From an optimization exercise on the open Yosys and OpenROAD flow, aimed at small area, a short achievable clock period and few clock cycles per item; shortcuts taken in it are not production practice.
In this exercise RTL edits were held to simulation tests only and were not proved equivalent to the original.
Power and IR drop assume default switching activity.

### flow/run.sh
#!/bin/bash
set -euo pipefail
export BUFFER_PORTS_ARGS="-buffer_cell sky130_fd_sc_hd__buf_2"
bash standard.sh finish > flow_standard.log 2>&1
### standard.sh
#!/bin/bash
# synth_recipe.tcl (not shown) runs the flow's synth.tcl, then flattens the netlist and writes it again
# the make line also repeats each setting of config.mk as NAME=value (left out here)
make -C /OpenROAD-flow-scripts/flow DESIGN_CONFIG=/design/flow/config.mk WORK_HOME=/design/flow/orfs CLKGATE_MAP_FILE= SYNTH_SCRIPT=/design/flow/synth_recipe.tcl "${@:-finish}"
### config.mk
export PLATFORM = sky130hd
export DESIGN_NAME = rs72_dec
export DESIGN_NICKNAME = rs72_dec
export VERILOG_FILES = /design/flow/design.v
export SDC_FILE = /design/flow/constraint.sdc
export NUM_CORES = 4
export LEC_CHECK = 0
export CAP_MARGIN = 20
export CORE_MARGIN = 2
export CORE_UTILIZATION = 40
export PLACE_DENSITY = 0.6
export SLEW_MARGIN = 20
### constraint.sdc
create_clock -name core_clock -period 32.0 [get_ports {clk}]
set_input_delay 6.4000 -clock core_clock [delete_from_list [all_inputs] [get_ports {clk}]]
set_output_delay 6.4000 -clock core_clock [all_outputs]
set_load 0.01 [all_outputs]
### design.v
module rs72_dec (
    input             clk,
    input             rst,
    input             in_valid,
    output            in_ready,
    input      [63:0] in_data,
    output            out_valid,
    output     [63:0] out_data,
    output            out_last,
    output            out_corrected,
    output            out_uncorrectable,
    output     [1:0]  out_nerr
);
    localparam integer L = 14;
    function automatic [7:0] gf_xt(input [7:0] a);
        gf_xt = {a[6:0], 1'b0} ^ (a[7] ? 8'h1D : 8'h00);
    endfunction
    function automatic [7:0] gf_mulc(input [7:0] a, input integer e);
        integer i;
        reg [7:0] x;
        begin
            x = a;
            for (i = 0; i < e; i = i + 1) x = gf_xt(x);
            gf_mulc = x;
        end
    endfunction
    localparam [63:0]   TCOLS  = 64'h1648c13221402b01;
    localparam [63:0]   TICOLS = 64'h2504095744994e01;
    localparam [63:0]   QCOLS  = 64'h0094a67814080a06;
    localparam [63:0]   SQCOLS = 64'hc832491f0c030401;
    localparam [7:0]    TRMASK = 8'h80;
    localparam [3:0]    LAM    = 4'hf;
    localparam [63:0]   INV16  = 64'h834a5c2f67bde910;
    localparam [2047:0] POS    = 2048'h00000000bdb2be0000000000aa0000008e000000980000000000000000000092000000000000000090889b0000009c00000000000000000000008b00008ac20000bc0000000000000000000000a0000086000000a6b88d000000b39d0000b50000000000000000000000b10000000000000000000082a985000000809f0000a300b000ba0091000096008400009300b499000000ad000000000000a10000ac009aa8af00000000000000000000bf000000000000000000c18c00a4a700a295c500bb0000000000000000000000c387810000009ec6aeb700008900009700c40000000000008f00b900c00000ab00000000000000009400000000b68300a5c700;
    function automatic [3:0] m4(input [3:0] p, input [3:0] q);
        integer i;
        reg [3:0] r, x;
        begin
            r = 4'd0;
            x = p;
            for (i = 0; i < 4; i = i + 1) begin
                if (q[i]) r = r ^ x;
                x = {x[2:0], 1'b0} ^ (x[3] ? 4'h3 : 4'h0);
            end
            m4 = r;
        end
    endfunction
    function automatic [7:0] cmul(input [7:0] a, input [7:0] b);
        reg [3:0] hh, ll, mm;
        begin
            hh = m4(a[7:4], b[7:4]);
            ll = m4(a[3:0], b[3:0]);
            mm = m4(a[7:4] ^ a[3:0], b[7:4] ^ b[3:0]);
            cmul = {mm ^ ll, ll ^ m4(hh, LAM)};
        end
    endfunction
    function automatic [7:0] clin(input [7:0] a, input [63:0] cols);
        integer i;
        reg [7:0] r;
        begin
            r = 8'd0;
            for (i = 0; i < 8; i = i + 1)
                if (a[i]) r = r ^ cols[8*i +: 8];
            clin = r;
        end
    endfunction
    function automatic [7:0] csq(input [7:0] a);
        csq = clin(a, SQCOLS);
    endfunction
    function automatic [7:0] cinv(input [7:0] a);
        reg [3:0] d, di;
        begin
            d  = m4(a[3:0], a[3:0]) ^ m4(a[3:0], a[7:4]) ^ m4(m4(a[7:4], a[7:4]), LAM);
            di = INV16[4*d +: 4];
            cinv = {m4(a[7:4], di), m4(a[7:4] ^ a[3:0], di)};
        end
    endfunction
    integer i, j, k;
    reg [63:0]  ring [0:L-1];
    reg [L-1:0] live;       
    reg [L-1:0] first;      
    reg [L-1:0] upar;       
    reg         in_rdy;
    reg         wsel;       
    reg [3:0]   inb;        
    reg         inpar;      
    reg [3:0]   ph;         
    reg         fire;       
    reg [2:0]   ob;         
    reg         hp;         
    reg         rdy;        
    reg         fresh;      
    reg         sfirst;     
    reg         ev0, ev1, ev2, ev3, ev4;
    wire accept = in_valid & in_rdy;
    assign in_ready = in_rdy;
    wire [2:0] ob_n   = fire ? ob + 3'd1 : ob;
    wire       hp_n   = (fire && ob == 3'd7) ? ~hp : hp;
    wire       rdy_n  = ev4 | (rdy & ~(fire && ob == 3'd7));
    wire       fire_n = live[L-2] & ((ob_n != 3'd0) | (first[L-2] & (upar[L-2] == hp_n) & rdy_n));
    wire       free_n = ~live[L-2] | fire_n;
    always @(posedge clk) begin
        for (i = 1; i < L; i = i + 1) ring[i] <= ring[i-1];
        ring[0] <= wsel ? in_data : ring[L-1];
        for (i = 1; i < L; i = i + 1) begin
            first[i] <= first[i-1];
            upar[i]  <= upar[i-1];
        end
        first[0] <= in_rdy ? (inb == 4'd0) : first[L-1];
        upar[0]  <= in_rdy ? inpar : upar[L-1];
        sfirst   <= (inb == 4'd0);
        if (rst) begin
            live   <= {L{1'b0}};
            in_rdy <= 1'b1;
            wsel   <= 1'b1;
            inb    <= 4'd0;
            inpar  <= 1'b0;
            ph     <= 4'd0;
            fire   <= 1'b0;
            ob     <= 3'd0;
            hp     <= 1'b0;
            rdy    <= 1'b0;
            fresh  <= 1'b0;
            ev0    <= 1'b0;
            ev1    <= 1'b0;
            ev2    <= 1'b0;
            ev3    <= 1'b0;
            ev4    <= 1'b0;
        end else begin
            for (i = 1; i < L; i = i + 1) live[i] <= live[i-1];
            live[0] <= (accept && inb != 4'd8) | (live[L-1] & ~fire);
            in_rdy  <= free_n & (accept | inb == 4'd0 | inb == 4'd8 | ph == 4'd0);
            wsel    <= free_n;
            if (accept) begin
                inb <= (inb == 4'd8) ? 4'd0 : inb + 4'd1;
                if (inb == 4'd8) inpar <= ~inpar;
            end
            ph    <= (accept && inb != 4'd8) ? 4'd1 : (ph == L - 1) ? 4'd0 : ph + 4'd1;
            fire  <= fire_n;
            ob    <= ob_n;
            hp    <= hp_n;
            rdy   <= rdy_n;
            fresh <= accept;
            ev0   <= accept && inb == 4'd8;
            ev1   <= ev0;
            ev2   <= ev1;
            ev3   <= ev2;
            ev4   <= ev3;
        end
    end
    reg  [63:0] synv;         
    wire [63:0] sb = ring[0];
    wire [63:0] sf = sfirst ? 64'd0 : synv;
    wire [63:0] sn;
    wire st0 = sb[4] ^ sb[38];
    wire st1 = sb[12] ^ sb[23];
    wire st2 = sb[14] ^ sb[35];
    wire st3 = sb[7] ^ sb[28];
    wire st4 = sb[0] ^ sb[10];
    wire st5 = sb[8] ^ sb[22];
    wire st6 = sb[20] ^ sb[44];
    wire st7 = sb[19] ^ sb[46];
    wire st8 = sb[1] ^ sb[55];
    wire st9 = sb[5] ^ sb[15];
    wire st10 = sb[13] ^ sb[34];
    wire st11 = sb[24] ^ st0;
    wire st12 = sb[21] ^ sb[45];
    wire st13 = sb[18] ^ sb[54];
    wire st14 = sb[3] ^ sb[37];
    wire st15 = sb[2] ^ sb[36];
    wire st16 = sb[9] ^ sb[33];
    wire st17 = sb[30] ^ sb[53];
    wire st18 = sb[11] ^ sb[29];
    wire st19 = sb[32] ^ sb[43];
    wire st20 = sb[31] ^ sb[39];
    wire st21 = sb[42] ^ sb[47];
    wire st22 = sb[6] ^ sb[27];
    wire st23 = sb[26] ^ sb[52];
    wire st24 = sb[25] ^ sb[41];
    wire st25 = sb[40] ^ st6;
    wire st26 = sb[16] ^ st3;
    wire st27 = st5 ^ st7;
    wire st28 = sb[17] ^ sb[29];
    wire st29 = st2 ^ st17;
    wire st30 = sb[51] ^ st1;
    wire st31 = st4 ^ st10;
    wire st32 = st11 ^ st13;
    wire st33 = sb[20] ^ sb[47];
    wire st34 = st9 ^ st15;
    wire st35 = sb[3] ^ sb[24];
    wire st36 = sb[25] ^ st14;
    wire st37 = sb[11] ^ st8;
    wire st38 = sb[32] ^ st23;
    wire st39 = sb[12] ^ sb[52];
    wire st40 = sb[16] ^ sb[61];
    wire st41 = sb[18] ^ st12;
    wire st42 = sb[49] ^ sb[55];
    wire st43 = sb[33] ^ st4;
    wire st44 = sb[1] ^ sb[48];
    wire st45 = sb[37] ^ sb[53];
    wire st46 = sb[38] ^ st21;
    wire st47 = sb[17] ^ sb[45];
    wire st48 = sb[39] ^ sb[40];
    wire st49 = sb[46] ^ st24;
    wire st50 = sb[35] ^ sb[54];
    wire st51 = sb[36] ^ st25;
    wire st52 = sb[10] ^ st8;
    wire st53 = sb[19] ^ sb[30];
    wire st54 = sb[6] ^ sb[23];
    wire st55 = sb[31] ^ st19;
    wire st56 = sb[35] ^ st20;
    wire st57 = sb[21] ^ sf[10];
    wire st58 = sf[61] ^ sf[62];
    wire st59 = st19 ^ st20;
    wire st60 = sb[8] ^ sb[56];
    wire st61 = sb[63] ^ st22;
    wire st62 = sb[10] ^ st16;
    wire st63 = sb[51] ^ st18;
    wire st64 = st7 ^ st52;
    wire st65 = st27 ^ st29;
    wire st66 = sb[4] ^ sb[13];
    wire st67 = sb[14] ^ sf[12];
    wire st68 = st16 ^ st25;
    wire st69 = st1 ^ st10;
    wire st70 = sb[2] ^ sb[59];
    wire st71 = sf[42] ^ sf[43];
    wire st72 = sb[50] ^ sf[57];
    wire st73 = sb[50] ^ st31;
    wire st74 = sf[40] ^ sf[44];
    wire st75 = sf[8] ^ st64;
    wire st76 = sf[32] ^ sf[35];
    wire st77 = sb[5] ^ st38;
    wire st78 = sb[9] ^ st3;
    wire st79 = sb[14] ^ st32;
    wire st80 = sb[7] ^ st2;
    wire st81 = sb[19] ^ sb[43];
    wire st82 = sb[7] ^ st51;
    wire st83 = st13 ^ st28;
    wire st84 = sb[34] ^ st17;
    wire st85 = sb[6] ^ st44;
    wire st86 = sb[26] ^ sb[54];
    wire st87 = sb[8] ^ sb[18];
    wire st88 = sb[5] ^ sb[28];
    wire st89 = sb[25] ^ st35;
    wire st90 = sf[22] ^ sf[23];
    wire st91 = sb[14] ^ sb[62];
    wire st92 = sb[17] ^ sb[31];
    wire st93 = sb[12] ^ st34;
    wire st94 = sf[34] ^ st22;
    wire st95 = sb[15] ^ sb[55];
    wire st96 = st0 ^ st33;
    wire st97 = sb[44] ^ st43;
    wire st98 = sf[60] ^ st72;
    wire st99 = sf[9] ^ st18;
    wire st100 = sf[13] ^ st67;
    wire st101 = sb[47] ^ sb[53];
    wire st102 = sb[9] ^ st26;
    wire st103 = st26 ^ st76;
    wire st104 = sb[41] ^ sb[55];
    wire st105 = sb[16] ^ st1;
    wire st106 = sb[23] ^ st61;
    wire st107 = sb[27] ^ sb[59];
    wire st108 = sb[33] ^ st21;
    wire st109 = sb[39] ^ sb[57];
    wire st110 = sf[20] ^ sf[21];
    wire st111 = sf[41] ^ sf[46];
    wire st112 = sb[22] ^ sf[11];
    wire st113 = st12 ^ st15;
    wire st114 = sb[30] ^ st57;
    wire st115 = sb[26] ^ st110;
    wire st116 = st4 ^ st6;
    wire st117 = sf[56] ^ st58;
    wire st118 = sf[36] ^ sf[39];
    wire st119 = sb[27] ^ st5;
    wire st120 = sb[0] ^ sb[24];
    wire st121 = sb[9] ^ st9;
    wire st122 = sb[28] ^ st47;
    wire st123 = sb[15] ^ sb[52];
    wire st124 = sf[38] ^ st103;
    wire st125 = st11 ^ st71;
    wire st126 = sb[42] ^ st48;
    wire st127 = sb[46] ^ st30;
    wire st128 = sf[37] ^ st94;
    wire st129 = sb[21] ^ sb[58];
    wire st130 = st36 ^ st55;
    wire st131 = st41 ^ st84;
    wire st132 = sb[39] ^ st14;
    wire st133 = sb[4] ^ sb[60];
    wire st134 = sf[33] ^ st118;
    wire st135 = sb[47] ^ st49;
    wire st136 = sb[32] ^ sb[50];
    wire st137 = st2 ^ st63;
    wire st138 = sf[58] ^ sf[63];
    wire st139 = sb[13] ^ sb[37];
    wire st140 = sf[17] ^ st90;
    wire st141 = sb[24] ^ st132;
    wire st142 = sb[42] ^ sb[44];
    wire st143 = sf[59] ^ st62;
    wire st144 = sb[26] ^ st21;
    wire st145 = sb[26] ^ st29;
    wire st146 = sb[38] ^ st16;
    wire st147 = st9 ^ st100;
    wire st148 = st2 ^ st9;
    wire st149 = sb[8] ^ sb[20];
    wire st150 = sb[2] ^ sb[41];
    wire st151 = st14 ^ st92;
    wire st152 = sb[31] ^ sb[34];
    wire st153 = sb[11] ^ st24;
    wire st154 = sf[24] ^ st15;
    wire st155 = sb[57] ^ st121;
    wire st156 = st18 ^ st51;
    wire st157 = sb[40] ^ st42;
    wire st158 = sb[47] ^ st68;
    wire st159 = st111 ^ st125;
    wire st160 = st12 ^ st53;
    wire st161 = sf[47] ^ st74;
    wire st162 = sb[6] ^ sb[58];
    wire st163 = sf[16] ^ st119;
    wire st164 = st32 ^ st136;
    wire st165 = sb[5] ^ st5;
    wire st166 = sb[31] ^ st112;
    wire st167 = sb[54] ^ st28;
    wire st168 = sb[20] ^ st8;
    wire st169 = st46 ^ st88;
    wire st170 = sb[62] ^ st93;
    wire st171 = sb[25] ^ sb[43];
    wire st172 = st19 ^ st40;
    wire st173 = sb[2] ^ sf[15];
    wire st174 = st44 ^ st45;
    wire st175 = sb[11] ^ sb[51];
    wire st176 = sb[46] ^ sf[19];
    wire st177 = sb[63] ^ st95;
    wire st178 = sb[36] ^ sf[24];
    wire st179 = st59 ^ st83;
    wire st180 = sb[15] ^ st117;
    wire st181 = sb[51] ^ st54;
    wire st182 = sb[55] ^ st89;
    wire st183 = sb[21] ^ st42;
    wire st184 = sb[42] ^ st29;
    wire st185 = sb[17] ^ sb[49];
    wire st186 = sb[26] ^ sb[42];
    wire st187 = sb[28] ^ st123;
    wire st188 = sf[50] ^ st37;
    wire st189 = st12 ^ st80;
    wire st190 = st22 ^ st129;
    wire st191 = sf[58] ^ st131;
    wire st192 = sb[34] ^ st79;
    wire st193 = sb[49] ^ st14;
    wire st194 = st39 ^ st133;
    wire st195 = sf[61] ^ st138;
    wire st196 = sf[46] ^ st23;
    wire st197 = sb[44] ^ st122;
    wire st198 = sb[6] ^ sb[38];
    wire st199 = st75 ^ st147;
    wire st200 = sf[30] ^ st37;
    wire st201 = st49 ^ st126;
    wire st202 = st30 ^ st34;
    wire st203 = st69 ^ st70;
    wire st204 = sf[14] ^ st3;
    wire st205 = sb[1] ^ st41;
    wire st206 = sb[22] ^ st21;
    wire st207 = sf[59] ^ sf[62];
    wire st208 = sb[34] ^ sb[50];
    wire st209 = sb[16] ^ sb[30];
    wire st210 = st15 ^ st85;
    wire st211 = st99 ^ st173;
    wire st212 = sb[45] ^ sb[60];
    wire st213 = st60 ^ st78;
    wire st214 = st3 ^ st127;
    wire st215 = sb[29] ^ st2;
    wire st216 = st13 ^ st104;
    wire st217 = sb[44] ^ st20;
    wire st218 = sf[18] ^ st192;
    wire st219 = st16 ^ st24;
    wire st220 = sf[45] ^ st86;
    wire st221 = sb[19] ^ st82;
    wire st222 = sb[1] ^ st65;
    wire st223 = st50 ^ st105;
    wire st224 = st27 ^ st188;
    wire st225 = st27 ^ st207;
    wire st226 = st30 ^ st102;
    wire st227 = st50 ^ st54;
    wire st228 = sb[11] ^ st65;
    wire st229 = st77 ^ st134;
    wire st230 = sb[10] ^ sb[58];
    wire st231 = sb[4] ^ sb[51];
    wire st232 = sf[26] ^ st178;
    wire st233 = sf[49] ^ st113;
    wire st234 = st35 ^ st179;
    wire st235 = sf[52] ^ st73;
    wire st236 = sb[43] ^ sb[49];
    assign sn[0] = sb[16] ^ sb[32] ^ sb[40] ^ sb[48] ^ sf[0] ^ st60 ^ st120;
    assign sn[1] = sb[1] ^ sb[57] ^ sf[1] ^ st185 ^ st219;
    assign sn[2] = sb[2] ^ sb[18] ^ sf[2] ^ st186 ^ st208 ^ st230;
    assign sn[3] = sb[3] ^ sb[35] ^ sf[3] ^ st81 ^ st107 ^ st175;
    assign sn[4] = sb[28] ^ sb[36] ^ sf[4] ^ st6 ^ st194;
    assign sn[5] = sb[5] ^ sb[13] ^ sb[29] ^ sb[61] ^ sf[5] ^ st12 ^ st45;
    assign sn[6] = sb[22] ^ sb[30] ^ sb[46] ^ sb[54] ^ sf[6] ^ st91 ^ st198;
    assign sn[7] = sb[7] ^ sb[23] ^ sb[47] ^ sf[7] ^ st20 ^ st177;
    assign sn[8] = sb[37] ^ sb[56] ^ st54 ^ st199 ^ st204;
    assign sn[9] = sb[7] ^ sb[15] ^ sb[48] ^ sb[57] ^ sf[13] ^ sf[14] ^ st33 ^ st198 ^ st211;
    assign sn[10] = sb[28] ^ sf[15] ^ st1 ^ st48 ^ st114 ^ st162 ^ st193 ^ st199;
    assign sn[11] = sb[23] ^ sb[41] ^ st67 ^ st70 ^ st75 ^ st88 ^ st96 ^ st99 ^ st136 ^ st139 ^ st166;
    assign sn[12] = sb[2] ^ sb[12] ^ sb[20] ^ sb[33] ^ sb[60] ^ sf[9] ^ st46 ^ st63 ^ st75 ^ st114 ^ st141 ^ st204;
    assign sn[13] = sb[3] ^ st10 ^ st20 ^ st39 ^ st40 ^ st96 ^ st112 ^ st114 ^ st171 ^ st211;
    assign sn[14] = sb[3] ^ sb[17] ^ sb[62] ^ sf[11] ^ sf[12] ^ st1 ^ st57 ^ st66 ^ st145 ^ st165 ^ st217;
    assign sn[15] = sb[0] ^ sb[36] ^ sb[45] ^ st13 ^ st66 ^ st100 ^ st106 ^ st121 ^ st166;
    assign sn[16] = sb[29] ^ sb[39] ^ sf[21] ^ sf[23] ^ st53 ^ st116 ^ st213 ^ st218;
    assign sn[17] = sb[25] ^ sf[19] ^ sf[22] ^ st4 ^ st18 ^ st56 ^ st155 ^ st160 ^ st168;
    assign sn[18] = sb[12] ^ sf[16] ^ st18 ^ st27 ^ st102 ^ st115 ^ st129 ^ st210 ^ st217 ^ st218;
    assign sn[19] = sb[47] ^ sf[18] ^ sf[19] ^ st32 ^ st36 ^ st42 ^ st140 ^ st148 ^ st163 ^ st197 ^ st203;
    assign sn[20] = sf[17] ^ st9 ^ st73 ^ st82 ^ st115 ^ st176 ^ st182 ^ st209 ^ st212 ^ st227;
    assign sn[21] = sb[36] ^ sb[37] ^ sf[18] ^ sf[22] ^ st22 ^ st37 ^ st40 ^ st92 ^ st115 ^ st135 ^ st189 ^ st231;
    assign sn[22] = sb[17] ^ sb[18] ^ sb[37] ^ sf[21] ^ st26 ^ st38 ^ st46 ^ st90 ^ st163 ^ st170 ^ st176;
    assign sn[23] = sb[13] ^ sb[28] ^ sf[20] ^ st28 ^ st81 ^ st87 ^ st101 ^ st106 ^ st132 ^ st140 ^ st146;
    assign sn[24] = sb[15] ^ sb[56] ^ sf[25] ^ st36 ^ st66 ^ st120 ^ st144 ^ st154 ^ st228;
    assign sn[25] = sb[1] ^ sb[14] ^ sb[27] ^ sf[25] ^ st86 ^ st96 ^ st105 ^ st130 ^ st155 ^ st232;
    assign sn[26] = sb[16] ^ sb[17] ^ sb[39] ^ sf[27] ^ st97 ^ st169 ^ st182 ^ st190 ^ st228 ^ st232;
    assign sn[27] = sb[45] ^ sf[24] ^ sf[27] ^ sf[28] ^ st7 ^ st78 ^ st85 ^ st149 ^ st184 ^ st203 ^ st234;
    assign sn[28] = sb[7] ^ sb[22] ^ sb[60] ^ sf[28] ^ sf[29] ^ st13 ^ st16 ^ st18 ^ st45 ^ st55 ^ st116 ^ st183 ^ st186;
    assign sn[29] = sb[38] ^ sb[54] ^ sf[29] ^ st1 ^ st97 ^ st119 ^ st160 ^ st172 ^ st200 ^ st208;
    assign sn[30] = sb[2] ^ sb[22] ^ sb[62] ^ sf[31] ^ st10 ^ st56 ^ st68 ^ st120 ^ st122 ^ st127 ^ st200;
    assign sn[31] = sb[10] ^ sb[52] ^ sb[63] ^ sf[31] ^ st35 ^ st69 ^ st135 ^ st154 ^ st205 ^ st215;
    assign sn[32] = sf[32] ^ st0 ^ st7 ^ st12 ^ st28 ^ st60 ^ st68 ^ st152 ^ st229;
    assign sn[33] = sb[35] ^ sb[41] ^ sb[46] ^ sf[33] ^ st33 ^ st62 ^ st109 ^ st128 ^ st131 ^ st165;
    assign sn[34] = sf[34] ^ st5 ^ st11 ^ st47 ^ st108 ^ st124 ^ st156 ^ st227 ^ st229 ^ st230;
    assign sn[35] = sb[0] ^ sb[37] ^ sb[55] ^ sb[59] ^ st1 ^ st11 ^ st17 ^ st23 ^ st59 ^ st76 ^ st87 ^ st128 ^ st153 ^ st221;
    assign sn[36] = sb[0] ^ sb[27] ^ sf[39] ^ st10 ^ st124 ^ st167 ^ st174 ^ st194 ^ st201;
    assign sn[37] = sb[13] ^ st8 ^ st40 ^ st83 ^ st134 ^ st145 ^ st150 ^ st169 ^ st236;
    assign sn[38] = sb[50] ^ st15 ^ st53 ^ st91 ^ st95 ^ st128 ^ st142 ^ st234;
    assign sn[39] = sb[33] ^ sb[45] ^ st6 ^ st53 ^ st87 ^ st124 ^ st130 ^ st177 ^ st231;
    assign sn[40] = sb[23] ^ sb[27] ^ sb[56] ^ sf[45] ^ sf[46] ^ sf[47] ^ st0 ^ st26 ^ st52 ^ st71 ^ st137 ^ st142 ^ st171;
    assign sn[41] = sf[43] ^ st18 ^ st19 ^ st93 ^ st109 ^ st161 ^ st196 ^ st197 ^ st209;
    assign sn[42] = sb[13] ^ sb[18] ^ sb[40] ^ sf[44] ^ st37 ^ st43 ^ st47 ^ st130 ^ st159 ^ st162 ^ st184 ^ st214;
    assign sn[43] = sb[28] ^ st7 ^ st31 ^ st56 ^ st74 ^ st107 ^ st108 ^ st196 ^ st202 ^ st216;
    assign sn[44] = sb[52] ^ sb[60] ^ st31 ^ st36 ^ st101 ^ st159 ^ st181 ^ st221;
    assign sn[45] = sb[54] ^ sb[61] ^ st48 ^ st77 ^ st125 ^ st149 ^ st153 ^ st161 ^ st174 ^ st189;
    assign sn[46] = sb[53] ^ sf[41] ^ sf[43] ^ st5 ^ st22 ^ st74 ^ st146 ^ st170 ^ st183 ^ st201 ^ st220;
    assign sn[47] = sb[43] ^ sf[42] ^ sf[44] ^ st73 ^ st78 ^ st104 ^ st106 ^ st111 ^ st141 ^ st206 ^ st220;
    assign sn[48] = sb[0] ^ sb[56] ^ st14 ^ st24 ^ st126 ^ st148 ^ st164 ^ st224;
    assign sn[49] = sb[6] ^ sf[48] ^ sf[51] ^ st11 ^ st81 ^ st109 ^ st144 ^ st168 ^ st202 ^ st219;
    assign sn[50] = sb[15] ^ sf[48] ^ sf[49] ^ st19 ^ st23 ^ st25 ^ st32 ^ st80 ^ st150 ^ st190 ^ st224 ^ st235;
    assign sn[51] = sf[51] ^ sf[53] ^ st45 ^ st107 ^ st158 ^ st164 ^ st214 ^ st233;
    assign sn[52] = sf[54] ^ st108 ^ st133 ^ st137 ^ st187 ^ st205 ^ st235;
    assign sn[53] = sb[0] ^ sb[34] ^ sf[53] ^ sf[55] ^ st34 ^ st39 ^ st63 ^ st172 ^ st222;
    assign sn[54] = sb[13] ^ sb[62] ^ sf[48] ^ sf[54] ^ st17 ^ st123 ^ st151 ^ st158 ^ st210 ^ st223;
    assign sn[55] = sb[7] ^ sb[41] ^ sb[53] ^ sb[63] ^ sf[55] ^ st31 ^ st79 ^ st151 ^ st157 ^ st233;
    assign sn[56] = sb[32] ^ sf[56] ^ sf[60] ^ st8 ^ st50 ^ st69 ^ st101 ^ st156 ^ st185 ^ st195 ^ st213;
    assign sn[57] = sb[12] ^ sb[30] ^ sb[40] ^ sb[57] ^ st58 ^ st72 ^ st113 ^ st139 ^ st143 ^ st215 ^ st216;
    assign sn[58] = sb[31] ^ sb[32] ^ sb[41] ^ sb[58] ^ st46 ^ st116 ^ st167 ^ st180 ^ st193 ^ st222 ^ st226;
    assign sn[59] = sb[42] ^ st11 ^ st26 ^ st39 ^ st56 ^ st70 ^ st97 ^ st98 ^ st180 ^ st191 ^ st236;
    assign sn[60] = sb[5] ^ sf[56] ^ st33 ^ st59 ^ st89 ^ st98 ^ st157 ^ st212 ^ st225 ^ st226;
    assign sn[61] = sb[8] ^ sb[21] ^ sb[61] ^ st6 ^ st28 ^ st38 ^ st62 ^ st66 ^ st98 ^ st135 ^ st181 ^ st195;
    assign sn[62] = sb[7] ^ sb[27] ^ st77 ^ st91 ^ st117 ^ st143 ^ st175 ^ st191 ^ st206;
    assign sn[63] = sb[11] ^ sb[43] ^ sb[48] ^ sb[53] ^ sf[57] ^ sf[60] ^ sf[63] ^ st43 ^ st61 ^ st152 ^ st187 ^ st223 ^ st225;
    always @(posedge clk)
        if (fresh) synv <= sn;
    reg [7:0] s [0:7];
    reg [7:0] det, s1n, s2n, den, num, iden, inum;
    reg       c_dz, c_zero;
    reg [7:0] h_s [0:7];      
    reg [7:0] p_den, p_num, p_s2n;
    reg       p_dz, p_zero;
    reg [7:0] q_sg1, q_sg2, q_isg1;
    reg       q_dz, q_zero;
    reg [7:0] r_sg1, r_sg2, r_t, r_u;
    reg       r_dz, r_zero, r_ok123;
    reg [7:0] ma [0:6];
    reg [7:0] mb [0:6];
    reg [7:0] mp [0:6];
    reg [7:0] y;
    always @* begin
        for (j = 0; j < 8; j = j + 1) s[j] = clin(synv[8*j +: 8], TCOLS);
        iden = cinv(p_den);
        inum = cinv(p_num);
        y    = clin(r_t, QCOLS);
        for (i = 0; i < 7; i = i + 1) begin
            ma[i] = 8'd0;
            mb[i] = 8'd0;
        end
        if (ev1) begin
            ma[3] = s[0]; mb[3] = s[2];
            ma[4] = s[1]; mb[4] = s[2];
            ma[5] = s[0]; mb[5] = s[3];
            ma[0] = s[1]; mb[0] = s[3];
        end
        if (ev2) begin
            ma[0] = p_num; mb[0] = iden;
            ma[1] = p_s2n; mb[1] = iden;
            ma[2] = p_den; mb[2] = inum;
        end
        if (ev3) begin
            ma[0] = q_sg2;  mb[0] = csq(q_isg1);
            ma[1] = h_s[1]; mb[1] = q_isg1;
            ma[3] = q_sg1;  mb[3] = h_s[3];
            ma[4] = q_sg1;  mb[4] = h_s[4];
            ma[5] = q_dz ? q_sg1 : q_sg2; mb[5] = h_s[2];
            ma[6] = q_sg2;  mb[6] = h_s[3];
        end
        if (ev4) begin
            ma[0] = r_sg1;  mb[0] = y;
            ma[2] = h_s[0]; mb[2] = y;
            ma[3] = r_sg1;  mb[3] = h_s[5];
            ma[4] = r_sg1;  mb[4] = h_s[6];
            ma[5] = r_sg2;  mb[5] = h_s[4];
            ma[6] = r_sg2;  mb[6] = h_s[5];
        end
        for (i = 0; i < 7; i = i + 1) mp[i] = cmul(ma[i], mb[i]);
        det  = mp[3] ^ csq(s[1]);
        s1n  = mp[4] ^ mp[5];
        s2n  = mp[0] ^ csq(s[2]);
        c_dz = (det == 8'd0);
        den  = c_dz ? s[0] : det;
        num  = c_dz ? s[1] : s1n;
        c_zero = 1'b1;
        for (j = 0; j < 8; j = j + 1)
            if (synv[8*j +: 8] != 8'd0) c_zero = 1'b0;
    end
    always @(posedge clk) begin
        if (ev1)
            for (j = 0; j < 8; j = j + 1) h_s[j] <= s[j];
        p_den  <= den;
        p_num  <= num;
        p_s2n  <= s2n;
        p_dz   <= c_dz;
        p_zero <= c_zero;
        q_sg1  <= mp[0];
        q_sg2  <= p_dz ? 8'd0 : mp[1];
        q_isg1 <= mp[2];
        q_dz   <= p_dz;
        q_zero <= p_zero;
        r_sg1  <= q_sg1;
        r_sg2  <= q_sg2;
        r_t    <= mp[0];
        r_u    <= mp[1];
        r_ok123 <= ((h_s[4] ^ mp[3] ^ (q_dz ? 8'd0 : mp[5])) == 8'd0) &&
                   (!q_dz || (h_s[3] ^ mp[5]) == 8'd0) &&
                   ((h_s[5] ^ mp[4] ^ mp[6]) == 8'd0);
        r_dz   <= q_dz;
        r_zero <= q_zero;
    end
    reg [7:0] x1, yc1, yc2;
    always @* begin
        x1  = r_dz ? r_sg1 : mp[0];
        yc2 = r_u ^ mp[2];
        yc1 = r_dz ? h_s[0] : (yc2 ^ h_s[0]);
    end
    reg       f_chk, f_dz, f_zero, f_s0, f_two;
    reg [7:0] f_x1, f_x2, f_y1, f_y2;
    always @(posedge clk) begin
        if (ev4) begin
            f_chk  <= r_ok123 &&
                      ((h_s[6] ^ mp[3] ^ mp[5]) == 8'd0) &&
                      ((h_s[7] ^ mp[4] ^ mp[6]) == 8'd0);
            f_dz   <= r_dz;
            f_zero <= r_zero;
            f_s0   <= (h_s[0] != 8'd0);
            f_two  <= (r_sg1 != 8'd0) && (r_sg2 != 8'd0) && !(^(r_t & TRMASK));
            f_x1   <= x1;
            f_x2   <= x1 ^ r_sg1;
            f_y1   <= clin(yc1, TICOLS);
            f_y2   <= clin(yc2, TICOLS);
        end
    end
    reg [7:0]  p1, p2;
    reg        ok1, ok2, e_v1, e_v2;
    reg [1:0]  e_nerr;
    reg [63:0] fix;
    always @* begin
        p1  = POS[8*f_x1 +: 8];
        p2  = POS[8*f_x2 +: 8];
        ok1 = f_chk && f_s0 && p1[7];
        ok2 = f_chk && f_two && p1[7] && p2[7];
        e_v1 = !f_zero && (f_dz ? ok1 : ok2);
        e_v2 = !f_zero && !f_dz && ok2;
        e_nerr = e_v2 ? 2'd2 : e_v1 ? 2'd1 : 2'd0;
        for (k = 0; k < 8; k = k + 1) begin
            fix[8*k +: 8] = ring[L-1][8*k +: 8];
            if (e_v1 && p1[6:0] == {ob, k[2:0]}) fix[8*k +: 8] = fix[8*k +: 8] ^ f_y1;
            if (e_v2 && p2[6:0] == {ob, k[2:0]}) fix[8*k +: 8] = fix[8*k +: 8] ^ f_y2;
        end
    end
    reg [63:0] o_data;
    reg        o_valid, o_last, o_corr, o_unc;
    reg [1:0]  o_nerr;
    always @(posedge clk) begin
        o_data <= fix;
        if (fire && ob == 3'd7) begin
            o_nerr <= e_nerr;
            o_unc  <= !f_zero && !e_v1;
            o_corr <= e_v1;
        end
        if (rst) begin
            o_valid <= 1'b0;
            o_last  <= 1'b0;
        end else begin
            o_valid <= fire;
            o_last  <= fire && ob == 3'd7;
        end
    end
    assign out_valid         = o_valid;
    assign out_data          = o_data;
    assign out_last          = o_last;
    assign out_corrected     = o_corr;
    assign out_uncorrectable = o_unc;
    assign out_nerr          = o_nerr;
endmodule
==> results.toml, run 1 <==
[timing]
fin_crit_ps = 7740
slew-limit-headroom_pct = 16.2
finalClockSkew_ps = 102
setup_violations = 0
hold_viol = 0
finalSetupTns_ps = 0
worstMarginPinSlew_ps = 1250
fmax_mhz = 129
rsz0062_at_grt = "no"
post-route-period-util_pct = 24.2
slew_violations = 0

[detailed_routing]
drt_iter0_drc = 3820
ant_nets = 0
drtPass1Iterations = 5
detail_route.wirelength_mm = 176
drcViolationCount = 0
via_per_inst = 5.16
dr_total_vias = 39000
routedWlPerCell_um = 23.4

[floorplan]
initial_utilization_pct = 40.4
dieArea_um2 = 144000
die_h_um = 380
rows = 137
core_area_um2 = 140000
num_io_pins = 138
die_w_um = 380

[status]
status = "finished clean"

[setup_path]
worstPathBufferInverterCount = 1
cpLargestDelayFamily = "flip-flops"
critical_path_class = "flop to output pin"
cp_max_fo = 1
worstReg2RegEnd = "f_x2[0]$_DFFE_PP_"
crit_path_end_kind = "output pin"
rr_startpoint = "p_den[7]$_DFF_P_"
slowest_stage = "dfxtp_1"
required_ps = 25600
r2r_cells = 23
cp_cell_sequence = "buf_2"
start_kind = "flop"
reg2reg_slack_ps = 24270
critPathMaxStageDelay_ps = 390
crit_arrival_ps = 1340

[power_and_ir_drop]
ir_drop_mv = 0.369
power_uw = 6010
intPower_uw = 3720
power_frac_clock_pct = 23.4
sequentialPowerShare_pct = 32.4
p_sw_share_pct = 38.0
p_comb_share_pct = 44.1
switchingPower_uw = 2290
power.leakage_uw = 0.0234
p_per_area_nw_per_um2 = 95.1

[clocking]
cts_root_buf = "clkbuf_16"
insertion_delay_ps = 800
tritoncts = "built"
post_cts_resized = 0
cts_inserted_buffers = 116
htree_num_levels = 3
post-cts-setup-buffers = 0
cts.hold.buffers_added = 0
path_clk_slew_ps = 70
clockBufferDepth = 3
cts_sinks = 1276

[hold_path]
hp-class = "flop to flop"
min_to = "ring[9][54]$_DFF_P_"
hp-start = "ring[8][54]$_DFF_P_"
whs_path_depth = 0

[global_routing]
antenna_found_initial = 13
grt_overflow_total = 0
grt_pass1_wl_mm = 256
gr-usage-all-layers_pct = 23.7
grt_pass1_vias = 37300
grt_max_degree = 87

[final_layout]
final_common_cell = "xnor2_1"
layout_common_cells = "xnor2_1 (1172), dfxtp_1 (1101), nand2_1 (465)"
area_delta_synth_final_pct = 11.7
nets = 5700
fillers = 13200
multi_input_area_um2 = 27800
drive_above_1_share_pct = 10.2
register_area_um2 = 27200

[place]
dp_hpwl_mm = 132
routabilityCongestion = 0.983
place.port_buffers = 137

[yosys]
synth_top_area_share_pct = 39.2
synth_area_um2 = 56600
synth_cells = 5509
synth_area_leaders = "dfxtp_1 (39%), xnor2_1 (18%), edfxtp_1 (9.0%)"
synthArstFlopShare_pct = 0
ys_seq_elements = 1276
synth_top_cell_by_area = "dfxtp_1"
avgSynthCellArea_um2 = 10.3
synth_cell_type_count = 96
synth.net_count = 5633
ys_seq_area_share_pct = 48.1
yosys_warnings = 7
synth_flop_cell = "dfxtp_1"
synth-edff-count = 169

[run]
drv_cap = 0
-- worst max path at each step --
stage | from | to | slack (ps) | cells after the start
after floorplan | in_valid | inpar$_SDFFE_PP0P_ | 24950 | 3
after global placement | p_den[7]$_DFF_P_ | f_x2[0]$_DFFE_PP_ | 24460 | 23
after detailed placement | p_den[7]$_DFF_P_ | f_x2[0]$_DFFE_PP_ | 24370 | 23
after CTS | o_data[58]$_DFF_P_ | out_data[58] | 24210 | 1
after global routing | p_den[7]$_DFF_P_ | f_x2[0]$_DFFE_PP_ | 23680 | 23
final | o_data[58]$_DFF_P_ | out_data[58] | 24260 | 1
-- worst reg2reg max path, delay by kind of cell, from the launching register on --
kind / cells / cell delay [ps]
mux: 2 / 750
compound gates: 4 / 1120
xor+xnor: 9 / 2800
fa+ha+maj: 2 / 810
flops: 1 / 920
buf+inv: 2 / 220
simple gates: 4 / 850
-- routing by layer --
layer	vias up	routed length [um]	track usage [%]	share of wire, %
met4	6	6960	8.69	3.9
met1	18800	77300	32.2	44
met2	1441	79600	37.6	45
met5	-	34	0	0.019
li1	18400	-	-	-
met3	337	12500	4.36	7.1
-- metrics by stage --
step / cell area [um^2] / util, % / worst slack (ps) / instances / hold WS, ps
2_1_floorplan: 56600 / - / 24950 / 5509 / 310
3_3_place_gp: 59200 / 42.3 / 24460 / 7333 / 310
3_5_place_dp: 59200 / 42.3 / 24370 / 7333 / 312
4_1_cts: 63200 / 45.2 / 24210 / 7544 / 279
5_1_grt: 63200 / 45.2 / 23680 / 7545 / 289
6_report: 63200 / 45.2 / 24260 / 7549 / 281
-- synthesized netlist by cell type, types with 14 or more instances --
cell type and count:
xnor2_1 1172, dfxtp_1 1107, nand2_1 465, xor2_1 406, nor2_1 352, a21oi_1 210
clkbuf_1 207, edfxtp_1 169, o21ai_0 168, inv_1 108, mux2_2 93, nor2b_1 85
nand3_1 75, mux2i_1 60, ha_1 57, nand2b_1 54, nor3_1 52, buf_1 45
a211oi_1 44, a22oi_1 36, and2_1 33, a31oi_1 29, o211ai_1 26, o22ai_1 24
buf_2 23, nor4_1 23, o21ai_1 21, xnor3_1 20, a221oi_1 19, a22o_1 18
and3_1 18, a21o_1 17, o21a_1 16, nand4_1 14
-- power groups by stage --
stage | registers (uW) | clock network [uW] | logic (uW)
final | 1950 | 1410 | 2650
after global routing | 1960 | 1500 | 2880
after CTS | 1950 | 1430 | 2630
after detailed placement | 1980 | 0 | 2610
after global placement | 1980 | 0 | 2580
after floorplan | 1900 | 0 | 2080
-- cell type report --
type / count / area share (%)
inverter: 113 / 0.671
antenna: 4 / 0.0158
clock buffer: 155 / 5.19
clock inverter: 56 / 1.08
tap: 1876 / 3.72
sequential: 1276 / 43.1
multi-input combinational: 3837 / 44.0
timing repair buffer: 232 / 2.21
-- cell families after synthesis --
kind of cell / after synthesis / share of synthesized area, %
flops: 1276 / 48.1
fa+ha+maj: 57 / 1.26
buf+inv: 396 / 2.74
simple gates: 1234 / 9.92
xor+xnor: 1620 / 26.1
mux: 157 / 3.07
compound gates: 769 / 8.79
-- registers in the layout, indices dropped and copies added, names as in the netlist, 14 cells and up --
name / flops
o_data: 64
first: 14
live: 14
h_s: 64
ring: 896
upar: 14
synv: 64
Testbench counts, summed over its fixed seeds: cycles 14,512, units 1,600.
==> inputs of run 2 (changes only) <==
--- a/design.v
+++ b/design.v
@@ -539,14 +539,10 @@
         r_dz   <= q_dz;
         r_zero <= q_zero;
     end
-    reg [7:0] x1, yc1, yc2;
-    always @* begin
-        x1  = r_dz ? r_sg1 : mp[0];
-        yc2 = r_u ^ mp[2];
-        yc1 = r_dz ? h_s[0] : (yc2 ^ h_s[0]);
-    end
-    reg       f_chk, f_dz, f_zero, f_s0, f_two;
-    reg [7:0] f_x1, f_x2, f_y1, f_y2;
+    reg [7:0] x1;
+    always @* x1 = r_dz ? r_sg1 : mp[0];
+    reg       f_chk, f_dz, f_zero, f_two;
+    reg [7:0] f_x1, f_x2, f_s0, f_u, f_s0y;
     always @(posedge clk) begin
         if (ev4) begin
             f_chk  <= r_ok123 &&
@@ -554,22 +550,26 @@
                       ((h_s[7] ^ mp[4] ^ mp[6]) == 8'd0);
             f_dz   <= r_dz;
             f_zero <= r_zero;
-            f_s0   <= (h_s[0] != 8'd0);
             f_two  <= (r_sg1 != 8'd0) && (r_sg2 != 8'd0) && !(^(r_t & TRMASK));
             f_x1   <= x1;
             f_x2   <= x1 ^ r_sg1;
-            f_y1   <= clin(yc1, TICOLS);
-            f_y2   <= clin(yc2, TICOLS);
+            f_s0   <= h_s[0];
+            f_u    <= r_u;
+            f_s0y  <= mp[2];
         end
     end
-    reg [7:0]  p1, p2;
+    reg [7:0]  p1, p2, yc1, yc2, f_y1, f_y2;
     reg        ok1, ok2, e_v1, e_v2;
     reg [1:0]  e_nerr;
     reg [63:0] fix;
     always @* begin
         p1  = POS[8*f_x1 +: 8];
         p2  = POS[8*f_x2 +: 8];
-        ok1 = f_chk && f_s0 && p1[7];
+        yc2 = f_u ^ f_s0y;
+        yc1 = f_dz ? f_s0 : (yc2 ^ f_s0);
+        f_y1 = clin(yc1, TICOLS);
+        f_y2 = clin(yc2, TICOLS);
+        ok1 = f_chk && (f_s0 != 8'd0) && p1[7];
         ok2 = f_chk && f_two && p1[7] && p2[7];
         e_v1 = !f_zero && (f_dz ? ok1 : ok2);
         e_v2 = !f_zero && !f_dz && ok2;
==> results.toml, run 2 <==
[setup_path]
cp_cell_sequence = "buf_2"
start_kind = "flop"
cp_max_fo = 5
reg2reg_slack_ps = 24820
r2r_cells = 21
worstReg2RegEnd = "f_x2[5]$_DFFE_PP_"
crit_arrival_ps = 1280
critical_path_class = "flop to output pin"
critPathMaxStageDelay_ps = 410
required_ps = 25600
worstPathBufferInverterCount = 1
cpLargestDelayFamily = "flip-flops"
slowest_stage = "dfxtp_1"
rr_startpoint = "p_den[7]$_DFF_P_"
crit_path_end_kind = "output pin"

[hold_path]
hp-start = "ring[12][53]$_DFF_P_"
min_to = "ring[13][53]$_DFF_P_"
hp-class = "flop to flop"
whs_path_depth = 0

[timing]
hold_slack_ps = 275
slew_violations = 0
finalClockSkew_ps = 85.0
fin_crit_ps = 7680
finalSetupTns_ps = 0
slew-limit-headroom_pct = 19.5
worstMarginPinSlew_ps = 1200
setup_violations = 0
hold_viol = 0
fmax_mhz = 130
rsz0062_at_grt = "no"
post-route-period-util_pct = 24.0

[yosys]
synth_cell_type_count = 89
synth_xor_area_share_pct = 26.1
synth-edff-count = 176
synth-compound-area-share_pct = 8.71
synth_area_um2 = 56300
synth_top_family_by_area = "XOR/XNOR gates"
yosys_warnings = 7
synth-adder-area-share_pct = 1.18
synth_simple_gate_area_share_pct = 10.3
ys_seq_area_share_pct = 48.8
avgSynthCellArea_um2 = 10.3
synth_top_cell_by_area = "dfxtp_1"
synth_top_cells_by_count = "xnor2_1 (1233), dfxtp_1 (1107), nand2_1 (468)"
synth_cells = 5487
synthArstFlopShare_pct = 0
synth_top_area_share_pct = 39.4
ys_seq_elements = 1283
synth_area_leaders = "dfxtp_1 (39%), xnor2_1 (19%), edfxtp_1 (9.4%)"
synth_mux_area_share_pct = 2.66
yosysMostFrequentCell = "xnor2_1"
synth.net_count = 5607
synth_flop_cell = "dfxtp_1"

[place]
dpl_cell_area_um2 = 59200
dp_hpwl_mm = 130
routabilityCongestion = 0.993
place.port_buffers = 137

[power_and_ir_drop]
sequentialPowerShare_pct = 30.5
p_per_area_nw_per_um2 = 101
power_frac_clock_pct = 22.1
power.leakage_uw = 0.0232
p_sw_share_pct = 39.5
power_uw = 6390
p_comb_share_pct = 47.4
switchingPower_uw = 2530
ir_drop_mv = 0.237
intPower_uw = 3870

[final_layout]
top_register = "ring"
area_delta_synth_final_pct = 12.4
drive_above_1_share_pct = 10.3
final_common_cell = "xnor2_1"
fin_area_um2 = 63200
nets = 5715
largest_reg_flops = 896
fillers = 13100
fin_util_pct = 45.3
layout_common_cells = "xnor2_1 (1225), dfxtp_1 (1101), nand2_1 (468)"

[detailed_routing]
routedWlPerCell_um = 22.8
drtPass1Iterations = 5
drt_iter0_drc = 4028
via_per_inst = 5.20
dr_total_vias = 39400
ant_nets = 0
detail_route.wirelength_mm = 173
drcViolationCount = 0

[floorplan]
initial_utilization_pct = 40.3
die_w_um = 379
num_io_pins = 138
core_area_um2 = 140000
rows = 137
dieArea_um2 = 144000
die_h_um = 379

[global_routing]
grt_overflow_total = 0
gr-usage-all-layers_pct = 23.6
grt_pass1_vias = 37100
grt_max_degree = 73
grt_pass1_wl_mm = 250
antenna_found_initial = 13

[clocking]
tritoncts = "built"
cts_sinks = 1283
insertion_delay_ps = 770
cts.hold.buffers_added = 0
cts_inserted_buffers = 116
cts_root_buf = "clkbuf_16"
post_cts_resized = 0
clockBufferDepth = 3
post-cts-setup-buffers = 0
path_clk_slew_ps = 60
htree_num_levels = 3

[status]
status = "finished clean"

[run]
drv_cap = 0
-- run 2: cell types whose count changed in the layout (fill, tap and decap cells not counted), moves of 12 or more --
cell / previous run / this run
nor2b_1: 84 / 113
inv_1: 108 / 86
xnor2_1: 1172 / 1225
xor2_1: 406 / 356
nand3_1: 75 / 63
a21oi_1: 210 / 196
mux2i_1: 60 / 44
a22oi_1: 36 / 50
o21ai_0: 167 / 199
nor2_1: 352 / 380
-- run 2: worst max-delay path by stage --
stage	startpoint	endpoint	slack, ps	cells after the start
after global routing	p_den[7]$_DFF_P_	f_x2[5]$_DFFE_PP_	24220	21
final	in_rdy$_SDFF_PP1_	in_ready	24320	1
after floorplan	in_valid	inb[2]$_SDFFE_PP0P_	24830	6
after detailed placement	rst	in_rdy$_SDFF_PP1_	24640	4
after CTS	in_rdy$_SDFF_PP1_	in_ready	24270	1
after global placement	in_valid	inb[2]$_SDFFE_PP0P_	24610	6
-- run 2: routing by layer --
metal | GRT usage [%] | vias to the layer above | wire [um]
met4 | 7.52 | 2 | 5720
met2 | 37.4 | 1504 | 77800
met3 | 4.10 | 311 | 12300
met1 | 32.6 | 19200 | 77200
met5 | 0 | - | 12
li1 | - | 18400 | -
-- run 2: final cells by class --
cell class / instances / area [um^2] / area share (%)
flip-flops and latches: 1283 / 27500 / 43.4
diodes: 5 / 12.5 / 0.0198
well taps: 1876 / 2350 / 3.71
inverters: 88 / 330 / 0.522
multi-input cells: 3868 / 27600 / 43.7
repair buffers: 238 / 1450 / 2.29
clock buffers: 157 / 3370 / 5.33
clock inverters: 61 / 656 / 1.04
-- run 2: per-stage QoR --
| step | std cells | setup WS [ps] |
|---|---|---|
| 6_report | 7576 | 24320 |
| 5_1_grt | 7572 | 24220 |
| 4_1_cts | 7570 | 24270 |
| 3_5_place_dp | 7352 | 24640 |
| 3_3_place_gp | 7352 | 24610 |
| 2_1_floorplan | 5487 | 24830 |
-- run 2: logic make-up (layout without fill, tap and decap cells) --
group / after synthesis / after routing
and+or+nand+nor: 1277 / 1277
adders and majority gates: 53 / 53
other: 0 / 5
DFF: 1283 / 1283
buffers and inverters: 336 / 544
AOI/OAI and AO/OA: 775 / 775
xor gates and xnor gates: 1626 / 1626
muxes: 137 / 137
-- run 2: power groups by stage --
stage | combinational [uW] | clock [uW] | sequential (uW)
after floorplan | 2280 | 0 | 1910
after global placement | 2920 | 0 | 1980
after detailed placement | 2970 | 0 | 1990
after CTS | 2990 | 1440 | 1950
after global routing | 3250 | 1510 | 1960
final | 3030 | 1410 | 1950
Testbench counts of run 2, summed over its fixed seeds: cycles 14,512, units 1,600.
==> inputs of run 3 (changes only) <==
--- a/config.mk
+++ b/config.mk
@@ -8,5 +8,6 @@
 export CAP_MARGIN = 20
 export CORE_MARGIN = 2
 export CORE_UTILIZATION = 40
+export CTS_BUF_LIST = sky130_fd_sc_hd__clkbuf_8
 export PLACE_DENSITY = 0.6
 export SLEW_MARGIN = 20
==> results.toml, run 3 <==
[detailed_routing]
drt_iter0_drc = 3982
routedWlPerCell_um = 22.6
via_per_inst = 5.16
drtPass1Iterations = 6
detail_route.wirelength_mm = 174
dr_total_vias = 39800
drcViolationCount = 0
ant_nets = 0

[clocking]
tritoncts = "built"
htree_num_levels = 4
post_cts_resized = 0
cts_root_buf = "clkbuf_8"
post-cts-setup-buffers = 0
cts.hold.buffers_added = 0
insertion_delay_ps = 940
cts_sinks = 1283
path_clk_slew_ps = 60
cts_inserted_buffers = 192
clockBufferDepth = 3

[hold_path]
hp-class = "flop to flop"
whs_path_depth = 0
hp-start = "ring[8][28]$_DFF_P_"
min_to = "ring[9][28]$_DFF_P_"

[setup_path]
cp_max_fo = 5
start_kind = "flop"
critPathMaxStageDelay_ps = 410
cpLargestDelayFamily = "flip-flops"
slowest_stage = "dfxtp_1"
cp.depth = 1
reg2reg_slack_ps = 24820
required_ps = 25600
cp_cell_sequence = "buf_2"
r2r_cells = 21
crit_path_end_kind = "output pin"
worstReg2RegEnd = "f_x2[5]$_DFFE_PP_"
worstPathBufferInverterCount = 1
rr_startpoint = "p_den[7]$_DFF_P_"
critical_path_class = "flop to output pin"
crit_arrival_ps = 1470

[global_routing]
gr-usage-all-layers_pct = 23.9
grt_overflow_total = 0
antenna_found_initial = 13
grt_pass1_wl_mm = 253
grt_pass1_vias = 37900
grt_max_degree = 73

[timing]
slew_violations = 0
setup_violations = 0
fin_ws_ps = 24130
fin_crit_ps = 7870
finalClockSkew_ps = 54.9
fmax_mhz = 127
worstMarginPinSlew_ps = 1220
slew-limit-headroom_pct = 18.1
hold_viol = 0
rsz0062_at_grt = "no"
post-route-period-util_pct = 24.6
finalSetupTns_ps = 0
hold_slack_ps = 295

[yosys]
synth_top_area_share_pct = 39.4
yosys_warnings = 7
synth_area_leaders = "dfxtp_1 (39%), xnor2_1 (19%), edfxtp_1 (9.4%)"
synthArstFlopShare_pct = 0
synth.net_count = 5607
ys_seq_area_share_pct = 48.8
avgSynthCellArea_um2 = 10.3
yosysMostFrequentCell = "xnor2_1"
synth_cells = 5487
synth_area_um2 = 56300
synth_flop_cell = "dfxtp_1"
ys_seq_elements = 1283
synth_top_cell_by_area = "dfxtp_1"
synth-edff-count = 176
synth_cell_type_count = 89
synth_top_cells_by_count = "xnor2_1 (1233), dfxtp_1 (1107), nand2_1 (468)"

[floorplan]
rows = 137
die_w_um = 379
die_h_um = 379
core_area_um2 = 140000
dieArea_um2 = 144000
num_io_pins = 138
initial_utilization_pct = 40.3

[power_and_ir_drop]
ir_drop_mv = 0.238
power.leakage_uw = 0.0235
p_per_area_nw_per_um2 = 100
power_uw = 6370

[run]
drv_cap = 0

[final_layout]
top_register = "ring"
register_area_um2 = 27500
fin_util_pct = 45.4
nets = 5791
multi_input_area_um2 = 27600
layout_common_cells = "xnor2_1 (1225), dfxtp_1 (1101), nand2_1 (468)"
drive_above_1_share_pct = 11.6
largest_reg_flops = 896
final_common_cell = "xnor2_1"
area_delta_synth_final_pct = 12.7
fillers = 13200

[place]
routabilityCongestion = 0.993
place.port_buffers = 137
place_ws_ps = 24640
dp_hpwl_mm = 130

[status]
status = "finished clean"
==> run 3: cell counts after synthesis <==
No cell type changed its count.
==> run 3: cell families after synthesis <==
family                   after synthesis  synth area share [%]
XOR/XNOR                            1626                  26.1
flip-flops                          1283                  48.8
AND/OR/NAND/NOR                     1277                  10.3
AO/OA/AOI/OAI                        775                  8.71
buffers and inverters                336                  2.30
multiplexers                         137                  2.66
adder cells (fa/ha/maj)               53                  1.18
==> run 3: layout make-up <==
cell class,count,share of cell area (%)
clock buffers,238,5.17
multi-input cells,3868,43.6
repair buffers,238,2.29
inverters,88,0.521
well taps,1876,3.70
clock inverters,109,1.40
flip-flops and latches,1283,43.3
diodes,7,0.0276
==> run 3: worst max-delay path by stage <==
stage                 startpoint             endpoint  slack, ps
2_1_floorplan           in_valid  inb[2]$_SDFFE_PP0P_      24830
3_3_place_gp            in_valid  inb[2]$_SDFFE_PP0P_      24610
3_5_place_dp                 rst    in_rdy$_SDFF_PP1_      24640
4_1_cts        in_rdy$_SDFF_PP1_             in_ready      24030
5_1_grt        in_rdy$_SDFF_PP1_             in_ready      24020
6_report       in_rdy$_SDFF_PP1_             in_ready      24130
==> run 3: metal layers <==
metal	wire, um	track usage, %	share of wire [%]	vias to the layer above
li1	-	-	-	18600
met1	77100	32.5	44	19200
met2	78300	37.6	45	1631
met3	13300	4.61	7.6	306
met4	5670	8.69	3.2	2
met5	12	0	0.0069	-
==> run 3: through the flow <==
step	cells	cell area [um^2]
6_report	7707	63400
5_1_grt	7702	63400
4_1_cts	7699	63300
3_5_place_dp	7352	59200
3_3_place_gp	7352	59200
2_1_floorplan	5487	56300
==> run 3: power breakdown <==
part / internal, uW / switching, uW / total, uW / leakage (uW)
logic: 1260 / 1760 / 3020 / 0.0103
registers: 1820 / 134 / 1950 / 0.0109
clock network: 737 / 655 / 1390 / 0.00231
==> inputs of run 4 (changes only) <==
--- a/design.v
+++ b/design.v
@@ -31,7 +31,9 @@
     localparam [7:0]    TRMASK = 8'h80;
     localparam [3:0]    LAM    = 4'hf;
     localparam [63:0]   INV16  = 64'h834a5c2f67bde910;
-    localparam [2047:0] POS    = 2048'h00000000bdb2be0000000000aa0000008e000000980000000000000000000092000000000000000090889b0000009c00000000000000000000008b00008ac20000bc0000000000000000000000a0000086000000a6b88d000000b39d0000b50000000000000000000000b10000000000000000000082a985000000809f0000a300b000ba0091000096008400009300b499000000ad000000000000a10000ac009aa8af00000000000000000000bf000000000000000000c18c00a4a700a295c500bb0000000000000000000000c387810000009ec6aeb700008900009700c40000000000008f00b900c00000ab00000000000000009400000000b68300a5c700;
+    localparam [255:0]  MEM    = 256'h0e08880100e2002640048e320020071954a58812e00401b740071e4a05480436;
+    localparam [63:0]   A8COLS = 64'hd5fbec76e378a452;
+    localparam [63:0]   LANE   = 64'h31af8875048a3084;
     function automatic [3:0] m4(input [3:0] p, input [3:0] q);
         integer i;
         reg [3:0] r, x;
@@ -465,16 +467,16 @@
     reg       q_dz, q_zero;
     reg [7:0] r_sg1, r_sg2, r_t, r_u;
     reg       r_dz, r_zero, r_ok123;
-    reg [7:0] ma [0:6];
-    reg [7:0] mb [0:6];
-    reg [7:0] mp [0:6];
+    reg [7:0] ma [0:5];
+    reg [7:0] mb [0:5];
+    reg [7:0] mp [0:5];
     reg [7:0] y;
     always @* begin
         for (j = 0; j < 8; j = j + 1) s[j] = clin(synv[8*j +: 8], TCOLS);
         iden = cinv(p_den);
         inum = cinv(p_num);
         y    = clin(r_t, QCOLS);
-        for (i = 0; i < 7; i = i + 1) begin
+        for (i = 0; i < 6; i = i + 1) begin
             ma[i] = 8'd0;
             mb[i] = 8'd0;
         end
@@ -495,7 +497,7 @@
             ma[3] = q_sg1;  mb[3] = h_s[3];
             ma[4] = q_sg1;  mb[4] = h_s[4];
             ma[5] = q_dz ? q_sg1 : q_sg2; mb[5] = h_s[2];
-            ma[6] = q_sg2;  mb[6] = h_s[3];
+            ma[2] = q_sg2;  mb[2] = h_s[3];
         end
         if (ev4) begin
             ma[0] = r_sg1;  mb[0] = y;
@@ -503,9 +505,9 @@
             ma[3] = r_sg1;  mb[3] = h_s[5];
             ma[4] = r_sg1;  mb[4] = h_s[6];
             ma[5] = r_sg2;  mb[5] = h_s[4];
-            ma[6] = r_sg2;  mb[6] = h_s[5];
+            ma[1] = r_sg2;  mb[1] = h_s[5];
         end
-        for (i = 0; i < 7; i = i + 1) mp[i] = cmul(ma[i], mb[i]);
+        for (i = 0; i < 6; i = i + 1) mp[i] = cmul(ma[i], mb[i]);
         det  = mp[3] ^ csq(s[1]);
         s1n  = mp[4] ^ mp[5];
         s2n  = mp[0] ^ csq(s[2]);
@@ -535,19 +537,25 @@
         r_u    <= mp[1];
         r_ok123 <= ((h_s[4] ^ mp[3] ^ (q_dz ? 8'd0 : mp[5])) == 8'd0) &&
                    (!q_dz || (h_s[3] ^ mp[5]) == 8'd0) &&
-                   ((h_s[5] ^ mp[4] ^ mp[6]) == 8'd0);
+                   ((h_s[5] ^ mp[4] ^ mp[2]) == 8'd0);
         r_dz   <= q_dz;
         r_zero <= q_zero;
     end
     reg [7:0] x1;
     always @* x1 = r_dz ? r_sg1 : mp[0];
-    reg       f_chk, f_dz, f_zero, f_two;
+    reg       f_chk, f_dz, f_zero, f_two, f_m1, f_m2;
     reg [7:0] f_x1, f_x2, f_s0, f_u, f_s0y;
     always @(posedge clk) begin
+        if (fire) begin
+            f_x1 <= clin(f_x1, A8COLS);
+            f_x2 <= clin(f_x2, A8COLS);
+        end
         if (ev4) begin
+            f_m1   <= MEM[x1];
+            f_m2   <= MEM[x1 ^ r_sg1];
             f_chk  <= r_ok123 &&
                       ((h_s[6] ^ mp[3] ^ mp[5]) == 8'd0) &&
-                      ((h_s[7] ^ mp[4] ^ mp[6]) == 8'd0);
+                      ((h_s[7] ^ mp[4] ^ mp[1]) == 8'd0);
             f_dz   <= r_dz;
             f_zero <= r_zero;
             f_two  <= (r_sg1 != 8'd0) && (r_sg2 != 8'd0) && !(^(r_t & TRMASK));
@@ -558,26 +566,24 @@
             f_s0y  <= mp[2];
         end
     end
-    reg [7:0]  p1, p2, yc1, yc2, f_y1, f_y2;
+    reg [7:0]  yc1, yc2, f_y1, f_y2;
     reg        ok1, ok2, e_v1, e_v2;
     reg [1:0]  e_nerr;
     reg [63:0] fix;
     always @* begin
-        p1  = POS[8*f_x1 +: 8];
-        p2  = POS[8*f_x2 +: 8];
         yc2 = f_u ^ f_s0y;
         yc1 = f_dz ? f_s0 : (yc2 ^ f_s0);
         f_y1 = clin(yc1, TICOLS);
         f_y2 = clin(yc2, TICOLS);
-        ok1 = f_chk && (f_s0 != 8'd0) && p1[7];
-        ok2 = f_chk && f_two && p1[7] && p2[7];
+        ok1 = f_chk && (f_s0 != 8'd0) && f_m1;
+        ok2 = f_chk && f_two && f_m1 && f_m2;
         e_v1 = !f_zero && (f_dz ? ok1 : ok2);
         e_v2 = !f_zero && !f_dz && ok2;
         e_nerr = e_v2 ? 2'd2 : e_v1 ? 2'd1 : 2'd0;
         for (k = 0; k < 8; k = k + 1) begin
             fix[8*k +: 8] = ring[L-1][8*k +: 8];
-            if (e_v1 && p1[6:0] == {ob, k[2:0]}) fix[8*k +: 8] = fix[8*k +: 8] ^ f_y1;
-            if (e_v2 && p2[6:0] == {ob, k[2:0]}) fix[8*k +: 8] = fix[8*k +: 8] ^ f_y2;
+            if (e_v1 && f_x1 == LANE[8*k +: 8]) fix[8*k +: 8] = fix[8*k +: 8] ^ f_y1;
+            if (e_v2 && f_x2 == LANE[8*k +: 8]) fix[8*k +: 8] = fix[8*k +: 8] ^ f_y2;
         end
     end
     reg [63:0] o_data;
--- a/config.mk
+++ b/config.mk
@@ -8,6 +8,5 @@
 export CAP_MARGIN = 20
 export CORE_MARGIN = 2
 export CORE_UTILIZATION = 40
-export CTS_BUF_LIST = sky130_fd_sc_hd__clkbuf_8
 export PLACE_DENSITY = 0.6
 export SLEW_MARGIN = 20
==> results.toml, run 4 <==
[timing]
rsz0062_at_grt = "no"
fmax_mhz = 117
worstMarginPinSlew_ps = 1230
hold_viol = 0
slew-limit-headroom_pct = 17.9
finalClockSkew_ps = 97.8
finalSetupTns_ps = 0
post-route-period-util_pct = 26.6
hold_slack_ps = 267
slew_violations = 0
setup_violations = 0
fin_crit_ps = 8520

[yosys]
yosys_warnings = 7
synth.net_count = 5073
synth_cells = 4954
yosysMostFrequentCell = "xnor2_1"
synthArstFlopShare_pct = 0
synth_area_leaders = "dfxtp_1 (41%), xnor2_1 (20%), edfxtp_1 (9.9%)"
ys_seq_elements = 1285
ys_seq_area_share_pct = 51.2
synth_area_um2 = 53800
synth_cell_type_count = 104
synth-edff-count = 178
synth_top_cell_by_area = "dfxtp_1"
synth_flop_cell = "dfxtp_1"
avgSynthCellArea_um2 = 10.9
synth_top_cells_by_count = "xnor2_1 (1236), dfxtp_1 (1107), nand2_1 (357)"
synth_top_area_share_pct = 41.2

[floorplan]
die_w_um = 371
dieArea_um2 = 137000
initial_utilization_pct = 40.3
core_area_um2 = 133000
num_io_pins = 138
die_h_um = 371
rows = 134

[run]
drv_cap = 0

[final_layout]
drive_above_1_share_pct = 11.2
nets = 5212
fin_area_um2 = 60800
layout_common_cells = "xnor2_1 (1235), dfxtp_1 (1101), nand2_1 (357)"
largest_reg_flops = 896
final_common_cell = "xnor2_1"
top_register = "ring"
area_delta_synth_final_pct = 13.1

[setup_path]
required_ps = 32490
cp_max_fo = 22
start_kind = "flop"
crit_arrival_ps = 9010
critical_path_class = "flop to flop"
crit_path_end_kind = "flop"
path_common_cell = "xnor2_1"
critPathMaxStageDelay_ps = 880
r2r_cells = 29
slowest_stage = "dfxtp_1"

[global_routing]
grt_overflow_total = 0
gr-usage-all-layers_pct = 22.9
antenna_found_initial = 8
grt_pass1_wl_mm = 230
grt_pass1_vias = 33400
grt_max_degree = 81

[place]
dpl_cell_area_um2 = 56400
routabilityCongestion = 0.987
place.port_buffers = 137
dp_hpwl_mm = 122

[detailed_routing]
dr_total_vias = 35100
ant_nets = 0
drtPass1Iterations = 5
via_per_inst = 5.03
detail_route.wirelength_mm = 160
routedWlPerCell_um = 23.0
drcViolationCount = 0
drt_iter0_drc = 3467

[power_and_ir_drop]
ir_drop_mv = 0.257
p_per_area_nw_per_um2 = 108
power.leakage_uw = 0.0224

[clocking]
cts_sinks = 1285
cts_inserted_buffers = 120
cts.hold.buffers_added = 0
post_cts_resized = 0
htree_num_levels = 3
post-cts-setup-buffers = 0
tritoncts = "built"
path_clk_slew_ps = 60
cts_root_buf = "clkbuf_16"
clockBufferDepth = 3
insertion_delay_ps = 770

[hold_path]
whs_path_depth = 0
hp-class = "flop to flop"

[status]
status = "finished clean"
[run 4: changes by cell type in the layout (fill, tap and decap cells not counted), sizes merged, moves of 16 or more]
cell	previous run	this run
nand2	469	358
o21ai	224	129
clkbuf	238	154
inv	149	104
nor2b	113	70
a21oi	198	164
nor2	380	349
a211oi	35	12
a22oi	50	27
xor2	360	340
a31oi	32	14
and3	20	3
a22o	17	1
o22ai	33	17
[run 4: layout make-up]
type,count,area [um^2]
Inverter,95,357
Tap cell,1768,2210
Antenna cell,6,15.0
Timing Repair Buffer,224,1340
Multi-Input combinational cell,3367,25000
Sequential cell,1285,27500
Clock buffer,154,3350
Fill cell,12600,72700
Clock inverter,73,997
[run 4: cell families (layout without fill, tap and decap cells)]
kind of cell    Yosys count  in the layout  share of synthesized area [%]
simple gates           1043           1043                           8.82
fa+ha+maj                52             52                           1.21
flops                  1285           1285                           51.2
buf+inv                 302            546                           2.38
mux                     145            145                           3.00
xor+xnor               1614           1614                           27.2
other cells               0              6                              0
compound gates          513            513                           6.22
[run 4: worst paths after layout]
| kind | from | endpoint | slack (ps) |
|---|---|---|---|
| setup / recovery | p_den[7]$_DFF_P_ | f_m2$_DFFE_PP_ | 23480 |
| hold / removal | ring[12][33]$_DFF_P_ | ring[13][33]$_DFF_P_ | 270 |
| setup reg to reg | p_den[7]$_DFF_P_ | f_m2$_DFFE_PP_ | 23480 |
| hold reg to reg | ring[12][33]$_DFF_P_ | ring[13][33]$_DFF_P_ | 270 |
[run 4: critical path: cells and delay by family, from the launching register on]
| family | cells | cell delay [ps] |
|---|---|---|
| buffers and inverters | 3 | 520 |
| adders and majority gates | 3 | 970 |
| and+or+nand+nor | 3 | 1010 |
| muxes | 3 | 670 |
| AOI/OAI and AO/OA | 10 | 2100 |
| xor gates and xnor gates | 7 | 2130 |
| DFF | 1 | 880 |
[run 4: power breakdown]
part           leakage, uW  total (uW)  switching, uW  internal [uW]
clock              0.00213        1510            634            880
sequential          0.0109        1960            139           1820
combinational      0.00931        3070           1790           1280
total               0.0224        6540           2560           3980
[run 4: metal layers]
layer  global-route usage (%)  vias to the layer above  routed length, um
li1                         -                    16500                  -
met1                     31.7                    17000              71100
met2                     35.9                     1333              71700
met3                     3.02                      319              10300
met4                     9.74                        0               7190
met5                        0                        -                  0
[run 4: per-stage QoR]
| stage | std cells | util [%] | total power [uW] | setup slack (ps) |
|---|---|---|---|---|
| after detailed placement | 6739 | 42.3 | 5030 | 23410 |
| final | 6972 | 45.6 | 6540 | 23480 |
| after floorplan | 4954 | - | 4380 | 24720 |
| after global routing | 6966 | 45.5 | 6880 | 22820 |
| after CTS | 6966 | 45.5 | 6560 | 23390 |
| after global placement | 6738 | 42.3 | 4980 | 23650 |
Testbench counts of run 4, summed over its fixed seeds: cycles 14,512, units 1,600.

[what the ideal ports hide]
In the flow no input, the clock included, has a driving cell. The finished layouts below were timed again as built, in two steps.
Step 1: set_driving_cell puts a clkbuf_16 on clk and a buf_2 on each other input, an assumption about the parent block.
Step 2 moves the port delays by t, midway between the first and last clock arrival at a register: inputs arrive t later, outputs are due t later. That takes back most of the time a late clock gives input paths.
a / b / c = no drivers / after step 1 / after step 2; a / b = the first two.
run	t (ns)	setup WS [ns]	latest minus earliest clock arrival (ns)	cell pins on the clock port's net
run 1	0.825	24.262 / 24.185 / 24.275	0.104 / 0.104	1
run 2	0.816	24.320 / 24.237 / 24.586	0.090 / 0.091	1
run 3	0.990	24.129 / 24.051 / 24.602	0.061 / 0.061	1
run 4	0.789	23.483 / 23.483 / 23.483	0.102 / 0.103	1
After both steps every run listed still meets setup and hold.
